Background: an optimization exercise with open tools, aiming at small area, a short achievable clock period and few clock cycles per item. Do not read the settings as production practice. The RTL was checked by simulation tests, not by an equivalence proof against the original design.

File: flow/run.sh
#!/bin/bash
# synth_recipe.tcl (not shown) runs the flow's synth.tcl, then flattens the netlist and writes it again
# the make line also repeats each setting of config.mk as NAME=value (left out here)
make -C /OpenROAD-flow-scripts/flow DESIGN_CONFIG=/design/flow/config.mk WORK_HOME=/design/flow/orfs CLKGATE_MAP_FILE= SYNTH_SCRIPT=/design/flow/synth_recipe.tcl finish
File: flow/config.mk
export PLATFORM = sky130hd
export DESIGN_NAME = le_graph
export DESIGN_NICKNAME = le_graph
export VERILOG_FILES = /design/flow/design.v
export SDC_FILE = /design/flow/constraint.sdc
export NUM_CORES = 4
export LEC_CHECK = 0
export CAP_MARGIN = 20
export CORE_MARGIN = 2
export CORE_UTILIZATION = 40
export SLEW_MARGIN = 20
File: flow/design.v
module le_graph (
    input  wire        clk,
    input  wire        rst,
    input  wire        cfg_we,
    input  wire [6:0]  cfg_addr,
    input  wire [31:0] cfg_wdata,
    input  wire        clear,
    input  wire        start,
    input  wire        init,
    input  wire        sel,
    input  wire [31:0] x,
    input  wire [15:0] ref_code,
    input  wire [31:0] dref,
    input  wire [31:0] eph,
    input  wire [31:0] outl0,
    input  wire [31:0] outl1,
    input  wire [31:0] outl2,
    input  wire [31:0] outl3,
    input  wire [15:0] vin,
    input  wire [31:0] yapp,
    input  wire [31:0] irail,
    output reg         done,
    output reg  [31:0] y
);
    localparam [3:0] T_GAIN = 4'h1, T_ADD = 4'h2, T_MAC = 4'h3, T_INT  = 4'h4,
                     T_DLY  = 4'h5, T_DIFF = 4'h6, T_FO = 4'h7, T_BQ   = 4'h8,
                     T_MULD = 4'h9, T_OUT = 4'hA;
    localparam [1:0] S_IDLE = 2'd0, S_DEC = 2'd1, S_TERM = 2'd2, S_WB = 2'd3;
    reg [16:0] desc  [0:7];    
    reg [29:0] shf   [0:7];    
    reg [31:0] coef  [0:39];   
    reg [2:0]  nlast;          
    wire [2:0] cfg_stage = cfg_addr[5:3];
    wire [2:0] cfg_word  = cfg_addr[2:0];
    always @(posedge clk) begin
        if (cfg_we) begin
            if (cfg_addr[6]) begin
                if (cfg_addr[5:0] == 6'd0)
                    nlast <= cfg_wdata[10:8];
            end else begin
                case (cfg_word)
                    3'd0: desc[cfg_stage] <= cfg_wdata[31:15];
                    3'd1: shf[cfg_stage]  <= cfg_wdata[29:0];
                    3'd2: coef[cfg_stage*5 + 0] <= cfg_wdata;
                    3'd3: coef[cfg_stage*5 + 1] <= cfg_wdata;
                    3'd4: coef[cfg_stage*5 + 2] <= cfg_wdata;
                    3'd5: coef[cfg_stage*5 + 3] <= cfg_wdata;
                    3'd6: coef[cfg_stage*5 + 4] <= cfg_wdata;
                    default: ;
                endcase
            end
        end
    end
    reg [1:0]  state;
    reg [2:0]  stg;            
    reg [2:0]  k;              
    reg [2:0]  nterm;          
    reg [3:0]  typ;
    reg [4:0]  srca, srcb;
    reg        negb;
    reg [31:0] acc;
    reg [31:0] vreg [0:7];     
    reg [31:0] st   [0:31];    
    wire [3:0] d_typ  = desc[stg][16:13];
    wire [1:0] d_br   = desc[stg][12:11];
    wire       d_skip = (d_br != 2'b00) && (d_br != {sel, ~sel});
    reg [2:0] d_nterm;
    always @* begin
        case (d_typ)
            T_GAIN, T_INT, T_DIFF, T_MULD: d_nterm = 3'd1;
            T_MAC:                         d_nterm = 3'd2;
            T_FO:                          d_nterm = 3'd3;
            T_BQ:                          d_nterm = 3'd5;
            default:                       d_nterm = 3'd0;
        endcase
    end
    reg [31:0] a_val, b_val;
    always @* begin
        case (srca)
            5'h10: a_val = x;
            5'h11: a_val = {16'd0, ref_code};
            5'h12: a_val = dref;
            5'h13: a_val = eph;
            5'h14: a_val = outl0;
            5'h15: a_val = outl1;
            5'h16: a_val = outl2;
            5'h17: a_val = outl3;
            5'h18: a_val = {16'd0, vin};
            5'h1A: a_val = yapp;
            5'h1B: a_val = irail;
            default: a_val = srca[4] ? 32'd0 : vreg[srca[2:0]];
        endcase
        case (srcb)
            5'h10: b_val = x;
            5'h11: b_val = {16'd0, ref_code};
            5'h12: b_val = dref;
            5'h13: b_val = eph;
            5'h14: b_val = outl0;
            5'h15: b_val = outl1;
            5'h16: b_val = outl2;
            5'h17: b_val = outl3;
            5'h18: b_val = {16'd0, vin};
            5'h1A: b_val = yapp;
            5'h1B: b_val = irail;
            default: b_val = srcb[4] ? 32'd0 : vreg[srcb[2:0]];
        endcase
    end
    wire [31:0] s0 = st[{stg, 2'd0}];
    wire [31:0] s1 = st[{stg, 2'd1}];
    wire [31:0] s2 = st[{stg, 2'd2}];
    wire [31:0] s3 = st[{stg, 2'd3}];
    reg [31:0] op, cf;
    reg [5:0]  sh;
    always @* begin
        if (k == 3'd0)
            op = (typ == T_DIFF) ? (a_val - s0) : a_val;
        else if (typ == T_MAC)
            op = b_val;
        else
            op = st[{stg, 2'd0} + k - 3'd1];
        cf = (typ == T_MULD) ? b_val : coef[stg*5 + k];
        sh = shf[stg][k*6 +: 6];
    end
    wire signed [63:0] prod    = $signed(op) * $signed(cf);
    wire signed [63:0] shifted = prod >>> sh;
    wire        [31:0] term    = shifted[31:0];
    wire [31:0] out_p = sel ? b_val : a_val;
    wire [31:0] out_h = sel ? s1 : s0;
    reg [31:0] v_new;
    always @* begin
        case (typ)
            T_ADD:   v_new = negb ? (a_val - b_val) : (a_val + b_val);
            T_DLY:   v_new = s0;
            T_OUT:   v_new = init ? yapp : (out_p + out_h);
            default: v_new = acc;
        endcase
    end
    integer i;
    always @(posedge clk) begin
        if (rst || (clear && state == S_IDLE)) begin
            for (i = 0; i < 8; i = i + 1)
                vreg[i] <= 32'd0;
            for (i = 0; i < 32; i = i + 1)
                st[i] <= 32'd0;
        end else if (state == S_WB) begin
            vreg[stg] <= v_new;
            case (typ)
                T_INT: st[{stg, 2'd0}] <= v_new;
                T_DLY, T_DIFF: st[{stg, 2'd0}] <= a_val;
                T_FO: begin
                    st[{stg, 2'd0}] <= a_val;
                    st[{stg, 2'd1}] <= v_new;
                end
                T_BQ: begin
                    st[{stg, 2'd1}] <= s0;
                    st[{stg, 2'd0}] <= a_val;
                    st[{stg, 2'd3}] <= s2;
                    st[{stg, 2'd2}] <= v_new;
                end
                T_OUT: begin
                    if (init) begin
                        if (sel) st[{stg, 2'd1}] <= yapp - out_p;
                        else     st[{stg, 2'd0}] <= yapp - out_p;
                    end
                end
                default: ;
            endcase
        end
    end
    always @(posedge clk) begin
        if (rst) begin
            state <= S_IDLE;
            done  <= 1'b0;
            y     <= 32'd0;
            stg   <= 3'd0;
            k     <= 3'd0;
            nterm <= 3'd0;
            typ   <= 4'd0;
            srca  <= 5'h19;
            srcb  <= 5'h19;
            negb  <= 1'b0;
            acc   <= 32'd0;
        end else begin
            done <= 1'b0;
            case (state)
                S_IDLE: begin
                    if (start && !clear) begin
                        stg   <= 3'd0;
                        state <= S_DEC;
                    end
                end
                S_DEC: begin
                    typ   <= d_typ;
                    srca  <= desc[stg][10:6];
                    srcb  <= desc[stg][5:1];
                    negb  <= desc[stg][0];
                    nterm <= d_nterm;
                    k     <= 3'd0;
                    acc   <= (d_typ == T_INT) ? s0 : 32'd0;
                    if (d_skip) begin
                        if (stg == nlast) begin
                            y     <= vreg[stg];
                            done  <= 1'b1;
                            state <= S_IDLE;
                        end else begin
                            stg <= stg + 3'd1;
                        end
                    end else if (d_nterm == 3'd0) begin
                        state <= S_WB;
                    end else begin
                        state <= S_TERM;
                    end
                end
                S_TERM: begin
                    acc <= acc + term;
                    k   <= k + 3'd1;
                    if (k == nterm - 3'd1)
                        state <= S_WB;
                end
                S_WB: begin
                    if (stg == nlast) begin
                        y     <= v_new;
                        done  <= 1'b1;
                        state <= S_IDLE;
                    end else begin
                        stg   <= stg + 3'd1;
                        state <= S_DEC;
                    end
                end
                default: state <= S_IDLE;
            endcase
        end
    end
endmodule
File: flow/constraint.sdc
create_clock -name core_clock -period 30.0 [get_ports {clk}]
set_input_delay 6.0000 -clock core_clock [delete_from_list [all_inputs] [get_ports {clk}]]
set_output_delay 6.0000 -clock core_clock [all_outputs]
set_load 0.01 [all_outputs]
==> out/results.ini <==
[setup_path]
path_max_fanout = 16
max_stage_delay_ns = 0.78
crit_top_cell = fa_1
worst_setup_path_end_kind = flop
cpMaxStageDelayCell = clkdlybuf4s50_1
start_kind = input port
cp.required_ns = 30.88
worstPathArrival_ns = 24.75
criticalPathCategory = in -> reg

[placement]
gp_congestion = 1.11
numPortBuffers = 398
dp_hpwl_um = 513000
place_inst = 20400
preCtsSetupSlack_ns = 5.61

[synth]
synth_top_flop_cell = edfxtp_1
synth_async_sr_flop_share_pct = 0
ys_types = 101
syn_inst = 14300
ys_warn_count = 1
synth-seq-area-share_pct = 48.0
syn_avg_cell_area_um2 = 13.2
ys_ff_latch = 3039
synth.net_count = 16100
syn_area_mm2 = 0.188
synth_edf_count = 2939
netlist.area_leader.share_pct = 46.9
yosysTopAreaCell = edfxtp_1
synthTopCellsByArea = edfxtp_1, mux4_2, fa_1

[finish]
final_common_cell = edfxtp_1
fin_cells = 21000
areaGrowthSynthToFinish_pct = 12.4
drive_gt1_share_pct = 17.7
layout.nets = 16300
layout_common_cells = edfxtp_1, nor2_1, mux4_2, fa_1, inv_1

[route]
dr.pass1.iters = 10
drt_iter0_markers = 21200
drc = 0
vias = 134000
routed_wl_um = 748000
vias_per_cell = 6.39
drt.antenna.violating_nets = 0
wire_per_inst_um = 35.6

[clock_network]
cts_tree = built
cts.path.max_buffers = 4
cts_buffers = 318
clk_pin_slew_ns = 0.07
postCtsSetupRepairBufs = 0
root_buffer = clkbuf_16
clock_latency_ns = 0.97
cts_sinks = 3039
holdBufCountCts = 0
cts_resized = 0
cts-htree-levels = 5

[sta]
tns_ns = 0
finClkSkew_ns = 0.0929
max_freq_mhz = 41.9
slew_viol_final = 0
timing.final.crit_share_pct = 79.6
worst_pin_slew_ns = 1.33
setup_ws_ns = 6.13
setup_viol = 0
finalHoldViolCount = 0
hold_ws_ns = 0.465
grt_setup_unrepaired = no
final.min_clock_period_ns = 23.87
slew_headroom_pct = 11.1

[global_route]
grt_util_all_layers_pct = 31.1
globalRouteOverflowTotal = 0
grt_pass1_vias = 132000
grt_antenna_before_repair = 101
grt_start_max_net_pins = 108
grt_pass1_wl_um = 1040000

[worst_hold_path]
hp-class = reg -> reg

[floorplanning]
dieArea_mm2 = 0.476
die_h_um = 690
row_count = 251
core_mm2 = 0.468
die_w_um = 690
io_pins = 399
initial_core_util_pct = 40.2

[status]
outcome = finished clean

[run]
maxCapViolCount = 0

==> worst max-delay path, delay by kind of cell <==
| kind | cells | cell delay, ns |
|---|---|---|
| fa+ha+maj | 11 | 5.54 |
| compound gates | 23 | 7.47 |
| mux | 4 | 0.85 |
| xor+xnor | 2 | 0.49 |
| buf+inv | 6 | 1.73 |
| simple gates | 11 | 2.64 |
==> metrics by stage <==
| stage | cell area (µm²) | util [%] |
|---|---|---|
| 2_1_floorplan | 188000 | - |
| 3_3_place_gp | 201000 | 43.0 |
| 5_1_grt | 211000 | 45.2 |
| 3_5_place_dp | 201000 | 43.0 |
| 6_report | 212000 | 45.2 |
| 4_1_cts | 211000 | 45.2 |
==> cell type report <==
class / count / area, µm²
clock inverters: 170 / 1540
fillers: 41900 / 256000
repair buffers: 873 / 7510
clock buffers: 404 / 8460
diodes: 72 / 180
well taps: 6198 / 7750
multi-input cells: 9235 / 91900
inverters: 1041 / 3910
flip-flops and latches: 3039 / 90300
==> sequential cells by signal (all words and copies together) (netlist names), 3 cells and up, named ones only <==
| name | count |
|---|---|
| coef | 1280 |
| st | 1024 |
| vreg | 256 |
| shf | 240 |
| desc | 136 |
| acc | 32 |
| y | 32 |
| srca | 5 |
| srcb | 5 |
| typ | 4 |
| k | 3 |
| nlast | 3 |
| nterm | 3 |
| stg | 3 |
==> kinds of logic after synthesis <==
family / share of synthesized area, %
buf+inv: 4.12
simple gates: 8.96
xor+xnor: 1.02
compound gates: 6.79
mux: 17.1
fa+ha+maj: 14.1
flops: 48.0
==> worst paths after layout <==
| check | startpoint | endpoint | slack (ns) | cells after the start |
|---|---|---|---|---|
| setup reg to reg | srca[4]$_SDFFE_PP1P_ | acc[30]$_SDFFE_PP0N_ | 9.25 | 64 |
| hold / removal | y[20]$_SDFFE_PP0P_ | y[20]$_SDFFE_PP0P_ | 0.47 | 2 |
| hold reg to reg | y[20]$_SDFFE_PP0P_ | y[20]$_SDFFE_PP0P_ | 0.47 | 2 |
| setup / recovery | yapp[16] | acc[30]$_SDFFE_PP0N_ | 6.13 | 57 |
==> metal layers <==
metal  wire (µm)  vias up  GRT usage, %  share of wire, %
met1      280000    69800          41.3                37
met4       49000       34          17.0               6.6
met2      319000     9629          45.1                43
met5         541        -         0.192             0.072
met3       99100     1866          10.2                13
li1            -    53100             -                 -
==> synth_stat cells, drive strengths merged (146+ instances only) <==
| cell | n |
|---|---|
| nand2 | 892 |
| edfxtp | 2939 |
| ha | 374 |
| inv | 1028 |
| nor2 | 2208 |
| mux2i | 399 |
| a211oi | 146 |
| clkbuf | 704 |
| xnor2 | 147 |
| buf | 255 |
| fa | 1089 |
| o21ai | 386 |
| a22oi | 151 |
| a21oi | 436 |
| nor3 | 167 |
| mux4 | 1188 |
Testbench counts, summed over its fixed seeds: cycles 27,361, samples 1,536.

separate check: timing with driven ports:
No port has a modelled driver above. Below, the same layout with a new extraction and two added sets of constraints. Step 1 sets driving cells, clkbuf_16 on the clock port and buf_2 on the other inputs (assumed; they add their load-dependent delay and slew). Step 2 times the ports against the registers' clock, not the clock port: input delays grow and output delays shrink by t, the midpoint of the rising clock arrivals with the driver on. Slacks: ideal / step 1 / step 2; pairs: ideal / step 1.
t, ns: 1.046
setup WS [ns]: 6.132 / 6.187 / 5.141
hold slack, ns: 0.465 / 0.465 / 0.465
worst setup path at the end: input to register
After both steps setup and hold are still met in this run. The setup slack of this run moves by +0.055 ns with the drivers and by -0.991 ns with both steps.
